What follows belongs to an exercise in optimizing a design on an open flow for small area, a short achievable clock period and few clock cycles per item; a production flow would make more cautious choices. Where RTL was checked, it was by simulation tests only, not by an equivalence proof against the original. Power is estimated from default activity; no workload was simulated.

run A:
Design bqd_section, start of the top module:
module bqd_section (
    input  wire        clk,
    input  wire        rst,
    input  wire        in_valid,
    output wire        in_ready,
    input  wire [31:0] in_x,
    input  wire [31:0] in_b0,
    input  wire [31:0] in_b1,
    input  wire [31:0] in_b2,
    input  wire [31:0] in_a1,
    input  wire [31:0] in_a2,
    input  wire        in_bypass,
    output reg         out_valid,
    output reg  [31:0] out_y,
    output reg  [1:0]  out_sat
);
export LEC_CHECK = 0
export CAP_MARGIN = 20
export CORE_MARGIN = 2
export CORE_UTILIZATION = 60
export PLACE_DENSITY = 0.7
export SLEW_MARGIN = 20
create_clock -name core_clock -period 15.0 [get_ports {clk}]
standard.sh (not shown) runs the stock make flow with config.mk's settings and CLKGATE_MAP_FILE= SYNTH_SCRIPT=/design/flow/synth_recipe.tcl, a recipe that flattens the netlist after the stock synthesis.
==> flow/flow/run.sh <==
#!/bin/bash
# The standard ORFS layout with two changes:
# - Yosys's synth runs with -noabc, so the fine-grained netlist reaches
#   extract_fa before any ABC remapping and the adder tree maps to full-adder
#   cells without inverters between them. Registers, their names and cell
#   types are those of the standard synthesis.
# - every port still gets a buffer, but a plain buf_2 rather than the delay
#   buffer the resizer picks by default.
set -euo pipefail
args=(SYNTH_ARGS=-noabc "BUFFER_PORTS_ARGS=-buffer_cell sky130_fd_sc_hd__buf_2")
bash standard.sh "${args[@]}" synth > synth.log 2>&1
bash standard.sh "${args[@]}" finish > layout.log 2>&1
--- input diff run A..run B ---
--- a/flow/flow/run.sh
+++ b/flow/flow/run.sh
@@ -7,6 +7,8 @@
 # - every port still gets a buffer, but a plain buf_2 rather than the delay
 #   buffer the resizer picks by default.
+# - timing repair aims for 10.6 ns of setup slack, i.e. a 4.4 ns cycle; the
+#   constraints and the clock period stay the design's.
 set -euo pipefail
-args=(SYNTH_ARGS=-noabc "BUFFER_PORTS_ARGS=-buffer_cell sky130_fd_sc_hd__buf_2")
+args=(SYNTH_ARGS=-noabc "BUFFER_PORTS_ARGS=-buffer_cell sky130_fd_sc_hd__buf_2" SETUP_SLACK_MARGIN=10.6)
 bash standard.sh "${args[@]}" synth > synth.log 2>&1
 bash standard.sh "${args[@]}" finish > layout.log 2>&1
==> comparison <==
The filler cell count in the final layout was comparable across run A and run B. Relative to run A, the count of cells resized by post-cts repair of run B is higher by 4. Looking at number of buffer and inverter instances along the worst setup path, run B sits 1 higher than run A does. Share of the final layout cell area in sequential cells: run A vs run B — no meaningful difference. Run B finished every step from synthesis to the final layout, and the layout passed the timing, DRC and antenna checks. Run A did not stop at any stage, and its layout met the timing, DRC and antenna checks. The overall power consumption of run A and that of run B are within noise of each other.
Function was not checked in any run of this note: the RTL went through the layout flow alone.

bqd_section, a different RTL version from the one above (not shown whole).
For scale: about 3400 cells after synthesis, roughly 430 flip-flops, about 230 I/O pins, about 0.038 mm^2 of cells after synthesis.
export LEC_CHECK = 0
export CAP_MARGIN = 20
export CORE_MARGIN = 2
export CORE_UTILIZATION = 70
export CTS_BUF_LIST = sky130_fd_sc_hd__clkbuf_8
export PLACE_DENSITY = 0.78
export SLEW_MARGIN = 20
create_clock -name core_clock -period 15.0 [get_ports {clk}]
==> flow/flow/run.sh <==
#!/bin/bash
# The standard ORFS layout with two changes:
# - Yosys's synth runs with -noabc, so the fine-grained netlist reaches
#   extract_fa before any ABC remapping and the adder tree maps to full-adder
#   cells without inverters between them. Registers, their names and cell
#   types are those of the standard synthesis.
# - every port still gets a buffer, but a plain buf_2 rather than the delay
#   buffer the resizer picks by default.
# - timing repair aims for 10.7 ns of setup slack, i.e. a 4.3 ns cycle; the
#   constraints and the clock period stay the design's.
set -euo pipefail
args=(SYNTH_ARGS=-noabc "BUFFER_PORTS_ARGS=-buffer_cell sky130_fd_sc_hd__buf_2" SETUP_SLACK_MARGIN=10.7)
bash standard.sh "${args[@]}" synth > synth.log 2>&1
bash standard.sh "${args[@]}" finish > layout.log 2>&1
Testbench counts at the start, summed over its fixed seeds: cycles 80,024, items 16,000.
Next try:
--- a/flow/flow/run.sh
+++ b/flow/flow/run.sh
@@ -8,6 +8,6 @@
 #   buffer the resizer picks by default.
-# - timing repair aims for 10.7 ns of setup slack, i.e. a 4.3 ns cycle; the
+# - timing repair aims for 11 ns of setup slack, i.e. a 4 ns cycle; the
 #   constraints and the clock period stay the design's.
 set -euo pipefail
-args=(SYNTH_ARGS=-noabc "BUFFER_PORTS_ARGS=-buffer_cell sky130_fd_sc_hd__buf_2" SETUP_SLACK_MARGIN=10.7)
+args=(SYNTH_ARGS=-noabc "BUFFER_PORTS_ARGS=-buffer_cell sky130_fd_sc_hd__buf_2" SETUP_SLACK_MARGIN=11.0)
 bash standard.sh "${args[@]}" synth > synth.log 2>&1
The new run ran to the end with no violations.
Combinational power grows by 3.2%.
Critical path depth is lower by 8.
Worst setup slack gains 220 ps.
Hold slack gains 6.7 ps.
First-iteration DRC count grows by 26%.
Cell count goes up by 2.4%.
Total power increases by 1.9%.
Sequential power stays flat.
Design area rises by 6.0%.
Synthesized cell count is unchanged.
Next try:
--- a/flow/config.mk
+++ b/flow/config.mk
@@ -9,5 +9,4 @@
 export CORE_MARGIN = 2
-export CORE_UTILIZATION = 70
-export CTS_BUF_LIST = sky130_fd_sc_hd__clkbuf_8
-export PLACE_DENSITY = 0.78
+export CORE_UTILIZATION = 60
+export PLACE_DENSITY = 0.7
 export SLEW_MARGIN = 20
The new run produced a clean layout.
Clock power came out higher by 19%.
Setup slack improved by 54 ps.
Total power came out higher by 3.0%.
Combinational power came out higher by about 2%.
Count of clock-buffer cells in the layout came out lower by 26.
Non-clock buffer count came out higher by 40.

Starting RTL as in the previous note.
export LEC_CHECK = 0
export CAP_MARGIN = 20
export CORE_MARGIN = 2
export CORE_UTILIZATION = 80
export CTS_BUF_LIST = sky130_fd_sc_hd__clkbuf_8
export PLACE_DENSITY = 0.86
export SLEW_MARGIN = 20
create_clock -name core_clock -period 15.0 [get_ports {clk}]
==> flow/flow/run.sh <==
#!/bin/bash
# The standard ORFS layout with two changes:
# - Yosys's synth runs with -noabc, so the fine-grained netlist reaches
#   extract_fa before any ABC remapping and the adder tree maps to full-adder
#   cells without inverters between them. Registers, their names and cell
#   types are those of the standard synthesis.
# - every port still gets a buffer, but a plain buf_1 rather than the delay
#   buffer the resizer picks by default.
# - timing repair aims for 11 ns of setup slack, i.e. a 4 ns cycle; the
#   constraints and the clock period stay the design's.
set -euo pipefail
args=(SYNTH_ARGS=-noabc "BUFFER_PORTS_ARGS=-buffer_cell sky130_fd_sc_hd__buf_1" SETUP_SLACK_MARGIN=11.0)
bash standard.sh "${args[@]}" synth > synth.log 2>&1
bash standard.sh "${args[@]}" finish > layout.log 2>&1
The starting point never finished: it broke off in global routing on GRT-0232.
Testbench counts at the start, summed over its fixed seeds: cycles 80,024, items 16,000.
Rerun with:
Settings changed: CORE_UTILIZATION 80 to 70, PLACE_DENSITY 0.86 to 0.78.
- This time the run completed with no timing, DRC or antenna violations
- area after synthesis is unchanged
- synthesized cell count is unchanged

==> re-timing with driven ports <==
The flow's constraints put no driver on any port. The routed layouts listed below were extracted and timed again, unchanged, in two steps. Step 1 assumes that a clkbuf_16 drives the clock port and a buf_2 every other input. Step 2 adds t to the input delays and takes it off the output delays; t is the mean of the earliest and latest rising clock arrival at the registers after step 1. Input paths then give back, and output paths get back, about the clock's delay inside the block. Slacks: ideal / step 1 / step 2; pairs: ideal / step 1.
| run | shift t [ns] | slack for setup (ns) | worst data-port slew with drivers (ns) |
|---|---|---|---|
| run A | 0.679 | 10.324 / 10.324 / 10.324 | 0.09 |
| run B | 0.673 | 10.666 / 10.666 / 10.666 | 0.09 |
| the first run of note 2 | 0.744 | 10.663 / 10.663 / 10.582 | 0.07 |
| the second run of note 2 | 0.744 | 10.888 / 10.831 / 10.611 | 0.07 |
| the third run of note 2 | 0.681 | 10.942 / 10.886 / 10.638 | 0.09 |
| the second run of note 3 | 0.738 | 10.851 / 10.796 / 10.534 | 0.18 |
After both steps every run listed still meets setup and hold. For the second run of note 3, which loses most, drivers alone change the setup slack by -0.055 ns; drivers and shift together by -0.317 ns.
